This design comes from an exercise in tuning for small area, a short achievable clock period and few clock cycles per item on the open sky130 flow, not from production work.
Only simulation tests tie the RTL to the original design; equivalence was not proved.

==> flow/design.v (outline; a module is shown in full before it is edited, if it fits) <==
// module wm_rx: 588 lines
module wm_rx (
    input  wire         clk,
    input  wire         rst,
    input  wire         in_valid,
    output wire         in_ready,
    input  wire [247:0] in_bits,
    output wire         out_valid,
    output wire [95:0]  out_msg,
    output wire         out_crc_ok,
    output wire [7:0]   out_errs
);
  // ...
==> flow/run.sh <==
#!/bin/bash
# synth_recipe.tcl (not shown) runs the flow's synth.tcl, then flattens the netlist and writes it again
# the make line also repeats each setting of config.mk as NAME=value (left out here)
make -C /OpenROAD-flow-scripts/flow DESIGN_CONFIG=/design/flow/config.mk WORK_HOME=/design/flow/orfs CLKGATE_MAP_FILE= SYNTH_SCRIPT=/design/flow/synth_recipe.tcl finish
==> flow/config.mk <==
export PLATFORM = sky130hd
export DESIGN_NAME = wm_rx
export DESIGN_NICKNAME = wm_rx
export VERILOG_FILES = /design/flow/design.v
export SDC_FILE = /design/flow/constraint.sdc
export NUM_CORES = 4
export LEC_CHECK = 0
export CAP_MARGIN = 30
export CORE_MARGIN = 2
export CORE_UTILIZATION = 35
export PLACE_DENSITY = 0.45
export SETUP_SLACK_MARGIN = 5
export SLEW_MARGIN = 45
export SYNTH_MEMORY_MAX_BITS = 16384
==> flow/constraint.sdc <==
create_clock -name core_clock -period 10.0 [get_ports {clk}]
set_input_delay 2.0000 -clock core_clock [delete_from_list [all_inputs] [get_ports {clk}]]
set_output_delay 2.0000 -clock core_clock [all_outputs]
set_load 0.01 [all_outputs]
==> impl_metrics.yaml, run 1 <==
worst_setup_path:
  critPathArrivalTime_ns: 6.20
  crit_slowest_cell: "dfxtp_4"
  critPathLaunchType: "flop"
  r2r_start: "bmh[11]"
  startpoint: "bmh[11]"
  worstSetupEndpointType: "flop"
global_routing:
  top_usage_layer: "met2"
  gr-usage-all-layers_pct: 37.8
cells_and_area:
  multi_input_gates: 15000
  top_area_cell_class: "multi-input combinational cells"
  clk_share_pct: 5.15
  inv_count: 536
  seqCellArea_sq_um: 65500
  nonClkBufAreaFrac_pct: 7.56
clocking:
  post_cts.repair.setup_buffers: 543
placed_design:
  pre_cts_slack_ns: 3.21
floorplanning:
  fp.coreArea_sq_um: 537000
  die-height_um: 738
logic_synthesis:
  synth_top_flop_cell: "dfxtp_1"
  synth_most_common_cell: "mux2i_1"
  syn_nets: 20700
  synthMuxAreaShare_pct: 23.5
outcome:
  status: "complete, no violations"
min_path:
  min_path_cells: 0
timing:
  fmax_mhz: 187
Testbench counts, summed over its fixed seeds: cycles 1,793, items 96.
==> run 2, diff against run 1 <==
--- a/flow/config.mk
+++ b/flow/config.mk
@@ -7,7 +7,9 @@
 export LEC_CHECK = 0
 export CAP_MARGIN = 30
 export CORE_MARGIN = 2
-export CORE_UTILIZATION = 35
+export CORE_UTILIZATION = 40
+export CTS_CLUSTER_DIAMETER = 60
+export CTS_CLUSTER_SIZE = 20
 export PLACE_DENSITY = 0.45
 export SETUP_SLACK_MARGIN = 5
 export SLEW_MARGIN = 45
==> run 2 against run 1 <==
Synthesized cell count did not move. Worst setup slack worse by 0.018 ns. Sequential cell count did not move. Utilization increased by 6.4 points. Register-to-register slack worse by 0.02 ns. Sequential share of layout area is 0.19 points lower. Highest routed layer unchanged.
==> impl_metrics.yaml, run 2 <==
cells_and_area:
  top_regs: "sv x2048, pm x320, rx x248"
  final_cell_mix: "mux2i_1 (4,116), dfxtp_1 (2,222), xnor2_1 (2,012)"
  post_route_cells_drive_above_1_share_pct: 19.3
  mostFrequentLayoutCell: "mux2i_1"
  top_register: "sv"
  syn_to_final_growth_pct: 23.1
  final_util_pct: 49.4
  largest_reg_flops: 2048
  final_net_count: 21700
drt:
  viasPerCell: 6.14
  routed_wirelength_um: 1100000
  drc: 0
  vias: 169000
  drtIter0Drc: 20000
  postRouteAntennaNets: 0
  wl_per_cell_um: 39.9
  firstDrtPassIters: 9
logic_synthesis:
  synth_top_family_by_area: "multiplexers"
  synth_top_flop_cell: "dfxtp_1"
  synth-edff-count: 511
  synth.top_cells.by_count: "mux2i_1 (4,249), dfxtp_1 (2,472), xnor2_1 (2,092)"
  yosysTopAreaCellShare_pct: 26.2
  syn_nets: 20700
  ys.warnings.count: 238
  synth_most_common_cell: "mux2i_1"
  synth_area_sq_um: 189000
  synth-adder-area-share_pct: 4.13
  synth_top_area_cell: "dfxtp_1"
  yosys-top-cells-area: "dfxtp_1 (26%), mux2i_1 (23%), xnor2_1 (9.7%), edfxtp_1 (8.1%), ha_1 (3.3%)"
  ys_seq_area_share_pct: 34.3
  ys_ff_latch: 2983
  yosysUniqueCellTypes: 144
  synth-compound-area-share_pct: 10.7
  synth_xor_area_share_pct: 12.8
  syn_avg_cell_area_sq_um: 9.51
  synth_cells: 19800
  async_flop_share_pct: 0
  synthSimpleGateAreaFrac_pct: 10.5
  synthMuxAreaShare_pct: 23.5
worst_setup_path:
  worstPathCellList: "buf_4, buf_4, xnor2_4, buf_6, and3_1, buf_6, buf_6, a32o_2, nor4_4, nand2_2, nor4_4, buf_4, nand4_1, mux2_4, ha_4, mux2i_2, o21ai_2, inv_1"
  crit_path_max_incr_delay_ns: 0.70
  worstSetupEndpointType: "flop"
  cp.required_ns: 10.88
  critPathKind: "reg2reg"
  critPathLaunchType: "flop"
  critPathArrivalTime_ns: 6.23
  crit_slowest_cell: "nor4_4"
  crit_fanout: 12
  rr_worst_depth: 18
floorplanning:
  fp.coreArea_sq_um: 470000
  die-height_um: 691
  start_util_pct: 40.1
  rows: 252
  dieWidth_um: 691
  ios: 358
  die-area_sq_um: 477000
clocking:
  cts_tree: "yes"
  cts_root_buf: "clkbuf_16"
  h-tree-depth: 5
  clkTransAtPathRegs_ns: 0.06
  cts_max_path_buffers: 4
  cts_sinks: 2983
  cts_buffers: 350
  worstSkewPairLatency_ns: 1.08
global_routing:
  gr-usage-all-layers_pct: 43.7
  overflow: 0
  antenna_found_initial: 145
  grt_start_max_net_pins: 144
  grt_pass1_wl_um: 1430000
  grt_pass1_vias: 159000
timing:
  setup-violations-final: 0
  hold_viol_final: 0
  period_share_pct: 53.5
  fin_crit_ns: 5.35
  fin_skew_ns: 0.125
  worst_pin_slew_ns: 0.906
  fmax_mhz: 187
  rsz0062_at_grt: "true"
  fin_setup_tns_ns: 0
  slew_viol_final: 0
  maxSlewHeadroom_pct: 37.9
min_path:
  min_path_cells: 0
  holdCritPathClass: "reg2reg"
placed_design:
  place.gp.congestion: 1.11
  numPortBuffers: 357
  dpl.hpwl_um: 798000
outcome:
  status: "complete, no violations"
job:
  drv_cap: 0
## run 2: kinds of logic (layout without fill, tap and decap cells)
kind of cell / count (synthesis) / count (layout)
buf+inv: 1862 / 3203
xor+xnor: 2749 / 2749
other cells: 0 / 85
simple gates: 4129 / 4134
compound gates: 3133 / 3140
flops: 2983 / 2983
mux: 4400 / 4400
fa+ha+maj: 586 / 586
## run 2: final cells by class
cell class / count / area, sq um
Multi-Input combinational cell: 15000 / 125000
Inverter: 536 / 2100
Clock buffer: 383 / 9100
Timing Repair Buffer: 2010 / 18800
Antenna cell: 85 / 213
Clock inverter: 274 / 3450
Fill cell: 44500 / 238000
Tap cell: 6223 / 7790
Sequential cell: 2983 / 65500
## run 2: final timing paths
path,from,end,slack (ns)
worst max-delay path,c[2],bmh[19],4.65
worst min-delay path,pm[1],pm0_prev[1],0.44
worst max register to register,c[2],bmh[19],4.65
worst min register to register,pm[1],pm0_prev[1],0.44
## run 2: layer usage
metal / global-route usage, % / up-vias / share of wire, %
met5: 0 / - / 0.038
met4: 36.2 / 60 / 10
met3: 11.1 / 2727 / 9.0
met2: 65.2 / 9027 / 42
met1: 53.0 / 84100 / 39
li1: - / 73000 / -
## run 2: through the flow
stage	cell area, sq um	hold WS [ns]	cells	setup WS, ns
after detailed placement	201000	0.457	25600	3.16
after CTS	224000	0.436	26900	4.83
final	232000	0.437	27500	4.65
after floorplan	189000	0.390	19800	5.01
after global routing	232000	0.444	27500	4.60
after global placement	200000	0.451	25600	2.60
## run 2: what timing repair did
item | CTS | global route
gates resized for setup | 1166 | 770
cloned | 31 | 17
hold buffers | 0 | 0
buffers inserted | 552 | 512
hold endpoints to repair | 0 | 0
pin swaps | 222 | 345
setup endpoints to repair | 454 | 412
## run 2: worst max-delay path, delay by kind of cell, from the launching register on
kind / cells / cell delay [ns]
muxes: 2 / 0.58
DFF: 1 / 0.47
xor gates and xnor gates: 1 / 0.18
buffers and inverters: 7 / 1.27
and+or+nand+nor: 5 / 1.77
adders and majority gates: 1 / 0.27
AOI/OAI and AO/OA: 2 / 0.59

afterwards: timing with drivers on the ports:
In the flow no input, the clock included, has a driving cell. The finished layouts below were timed again as built, in two steps.
Step 1 sets driving cells, clkbuf_16 on the clock port and buf_2 on the other inputs (assumed; they add their load-dependent delay and slew).
Step 2 moves the port delays by t, midway between the first and last clock arrival at a register: inputs arrive t later, outputs are due t later. That takes back most of the time a late clock gives input paths.
Three values: ideal, step 1, step 2; two values: the first two.
run | shift t [ns] | setup WS [ns] | worst setup path at the end | cell pins on the clock port's net
run 1 | 1.173 | 4.667 / 4.667 / 4.667 | register to register | 1
run 2 | 1.160 | 4.648 / 4.648 / 4.648 | register to register | 1
After both steps every run listed still meets setup and hold.
